This design comes from an exercise in tuning for small area on the open sky130 flow, not from production work.
Function was checked by simulation only, so behaviour that the tests miss may differ from the original.
No activity file was given, so power comes from the tool's default toggle rates.

Design trg_notes, start of the top module:
module trg_notes (
    input  wire        clk,
    input  wire        rst,           
    input  wire        arm,           
    input  wire        cfg_we,
    input  wire [2:0]  cfg_note,
    input  wire [2:0]  cfg_field,     
    input  wire [31:0] cfg_data,
    input  wire        in_valid,
    input  wire [15:0] in_y,          
    input  wire [2:0]  in_flags,      
    output reg         o_valid,
    output wire [7:0]  o_te,          
    output wire [7:0]  o_tl,          
    output wire [7:0]  bad,           
    output reg  [31:0] skip_count     
);
    localparam N = 8;
    wire skip = !in_flags[0] || in_flags[1] || in_flags[2];
    wire [2*N-1:0] ab;
    wire [31:0] cfg_d = rst ? 32'd0 : cfg_data;
    wire        we_ok = cfg_we && !rst;
    genvar n;
    generate
        for (n = 0; n < N; n = n + 1) begin : g_note
            trg_note u_note (
                .clk       (clk),
  ...
Size in the first run: ~1600 flip-flops.
==> flow/config.mk <==
export PLATFORM = sky130hd
export DESIGN_NAME = trg_notes
export DESIGN_NICKNAME = trg_notes
export VERILOG_FILES = /design/flow/design.v
export SDC_FILE = /design/flow/constraint.sdc
export NUM_CORES = 4
export LEC_CHECK = 0
export ABC_AREA = 1
export CAP_MARGIN = 10
export CORE_MARGIN = 2
export CORE_UTILIZATION = 60
export PLACE_DENSITY = 0.7
export SLEW_MARGIN = 10
==> flow/constraint.sdc <==
create_clock -name core_clock -period 13.0 [get_ports {clk}]
set_input_delay 2.6000 -clock core_clock [delete_from_list [all_inputs] [get_ports {clk}]]
set_output_delay 2.6000 -clock core_clock [all_outputs]
set_load 0.01 [all_outputs]
standard.sh (not shown) runs the stock make flow with config.mk's settings and CLKGATE_MAP_FILE= SYNTH_SCRIPT=/design/flow/synth_recipe.tcl, a recipe that flattens the netlist after the stock synthesis.
==> flow/flow/run.sh <==
#!/bin/bash
# Standard layout with two changes: an area-oriented ABC script for the
# mapping step, and clock tree synthesis with larger sink clusters and no
# dummy loads. Each tool's output goes to a log file in this folder.
set -e
rm -rf myscripts
cp -r "$FLOW_HOME/scripts" myscripts
cp flow/abc_area.script myscripts/abc_area.script
export SCRIPTS_DIR="$PWD/myscripts"
export CTS_ARGS="-sink_clustering_enable -repair_clock_nets -dont_use_dummy_load -sink_clustering_size 24 -sink_clustering_max_diameter 80"
bash standard.sh > standard_run.log 2>&1
==> flow/flow/abc_area.script <==
strash
dch
map -a
mfs2
strash
dch
map -a
mfs2
strash
dch
map -a
topo
stime -c
buffer -c
upsize -c
dnsize -c
Change:
CAP_MARGIN = 20   (was 10)
CORE_UTILIZATION = 65   (was 60)
PLACE_DENSITY = 0.75   (was 0.7)
SLEW_MARGIN = 20   (was 10)
The new run ran to the end with no violations.
Clock skew goes up by 3.6 ps.
Clock power goes down by about 2%.
Hold slack gets better by 23 ps.
Core utilization goes up by 5.5 points.
Total power goes down by 0.84%.
Global-route usage goes up by 2.1 points.
Die area goes down by 7.6%.
Routed wire length goes down by 1.3%.
Via count goes up by 1.9%.


== run A ==
trg_notes, a different RTL version from the one above (not shown whole).
Size in the first run: ~1,600 flip-flops, roughly 100,000 µm² of cells after synthesis.
==> flow/design.v (excerpt) <==
module trg_notes (
    input  wire        clk,
    input  wire        rst,           
    input  wire        arm,           
    input  wire        cfg_we,
    input  wire [2:0]  cfg_note,
    input  wire [2:0]  cfg_field,     
    input  wire [31:0] cfg_data,
    input  wire        in_valid,
    input  wire [15:0] in_y,          
    input  wire [2:0]  in_flags,      
    output reg         o_valid,
    output wire [7:0]  o_te,          
    output wire [7:0]  o_tl,          
    output wire [7:0]  bad,           
    output reg  [31:0] skip_count     
);
    localparam N = 8;
    wire skip = !in_flags[0] || in_flags[1] || in_flags[2];
    wire [2*N-1:0] ab;
    wire [31:0] cfg_d = rst ? 32'd0 : cfg_data;
    wire        we_ok = cfg_we && !rst;
    genvar n;
    generate
        for (n = 0; n < N; n = n + 1) begin : g_note
            trg_note u_note (
                .clk       (clk),
                .rst       (rst),
                .arm       (arm),
                .cfg_we    (we_ok && cfg_note == n),
                .cfg_wf    ({6{rst}} | ({6{we_ok && cfg_note == n}} &
                                         {cfg_field == 3'd5, cfg_field == 3'd4, cfg_field == 3'd3,
                                          cfg_field == 3'd2, cfg_field == 3'd1, cfg_field == 3'd0})),
                .cfg_field (cfg_field),
                .cfg_data  (cfg_d),
                .cfg_datan (~cfg_d),
                .smp       (in_valid),
                .skip      (skip),
                .y         (in_y),
                .te        (o_te[n]),
                .tl        (o_tl[n]),
                .bad       (bad[n]),
  ...
clock: 13.0 ns
lec_check: 0
abc_area: 1
cap_margin: 20
core_margin: 2
core_utilization: 40
place_density: 0.6
slew_margin: 20
run.sh (not shown) runs the stock make flow with config.mk's settings and CLKGATE_MAP_FILE= SYNTH_SCRIPT=/design/flow/synth_recipe.tcl, a recipe that flattens the netlist after the stock synthesis.
Stock flow here: none of the scripts above is used.
Edits applied to the flow inputs when going from run A to run B:
# run A
export LEC_CHECK = 0
export ABC_AREA = 1
export CAP_MARGIN = 20
export CORE_MARGIN = 2
export CORE_UTILIZATION = 40
export PLACE_DENSITY = 0.6
export SLEW_MARGIN = 20
create_clock -name core_clock -period 13.0 [get_ports {clk}]
# run B
export LEC_CHECK = 0
export ABC_AREA = 1
export CAP_MARGIN = 20
export CORE_MARGIN = 2
export CORE_UTILIZATION = 70
export CTS_BUF_LIST = sky130_fd_sc_hd__clkbuf_4 sky130_fd_sc_hd__clkbuf_8
export PLACE_DENSITY = 0.8
export SLEW_MARGIN = 20
create_clock -name core_clock -period 13.0 [get_ports {clk}]
[compare] base=run A new=run B: first-iteration DRC count higher, switching power comparable, maximum level of the CTS H-tree increased by 1 relative to the old numbers, pin count of the biggest net entering global routing went down by 2.
When run B is set beside run A, its non-clock buffer count turns out to be 1.5% smaller.
Compared with run A, run B shows shortest clock period the worst path allows after layout lower by 0.018 ns.
Compared with run A, run B shows die boundary height lower by 24%.
The total detailed-routing wirelength of run B falls short of that of run A by 1.0%.
Of the two values seen for critical path endpoint, bad[2] was produced by run B and ab_r[7] by run A.
For run C, these inputs were changed with respect to run B:
# run B
export LEC_CHECK = 0
export ABC_AREA = 1
export CAP_MARGIN = 20
export CORE_MARGIN = 2
export CORE_UTILIZATION = 70
export CTS_BUF_LIST = sky130_fd_sc_hd__clkbuf_4 sky130_fd_sc_hd__clkbuf_8
export PLACE_DENSITY = 0.8
export SLEW_MARGIN = 20
create_clock -name core_clock -period 13.0 [get_ports {clk}]
# run C
export LEC_CHECK = 0
export ABC_AREA = 1
export CAP_MARGIN = 20
export CORE_MARGIN = 2
export CORE_UTILIZATION = 65
export PLACE_DENSITY = 0.75
export SLEW_MARGIN = 20
create_clock -name core_clock -period 13.0 [get_ports {clk}]
==> notes.md <==
- Diff run B -> run C | maximum frequency | increase of about 0.3%
- The post-layout instance count excluding filler cells was comparable across run B and run C.
- The relative contribution of the clock network to total power in run C sits 0.4 points above the value recorded for run B.

[port drivers added, routing unchanged]
How much do the figures lean on ideal ports? The routed layouts below were timed once more, with nothing changed but the port constraints.
Step 1 sets driving cells, clkbuf_16 on the clock port and buf_2 on the other inputs (assumed; they add their load-dependent delay and slew).
Step 2 also shifts input and output timing later by t, the mid clock arrival at the registers, as if the neighbouring blocks saw the same clock.
Three values: ideal ports, drivers, drivers and shift; two values: the first two.
run | t, ns | setup WS [ns] | worst setup path at the end | clock arrival spread, ns
the first run of note 1 | 0.814 | 0.330 / 0.246 / -0.322 | input to register | 0.115 / 0.115
the second run of note 1 | 0.806 | 0.322 / 0.337 / -0.422 | input to register | 0.120 / 0.120
run A | 0.926 | 0.204 / 0.259 / -0.668 | input to register | 0.059 / 0.059
run B | 1.055 | 0.221 / 0.130 / -0.669 | input to register | 0.111 / 0.111
run C | 0.903 | 0.261 / 0.172 / -0.548 | input to register | 0.033 / 0.034
With both steps, setup timing fails in every run listed, where it was met with ideal ports. The setup slack of run B, which loses most, moves by -0.091 ns with the drivers and by -0.890 ns with both steps.
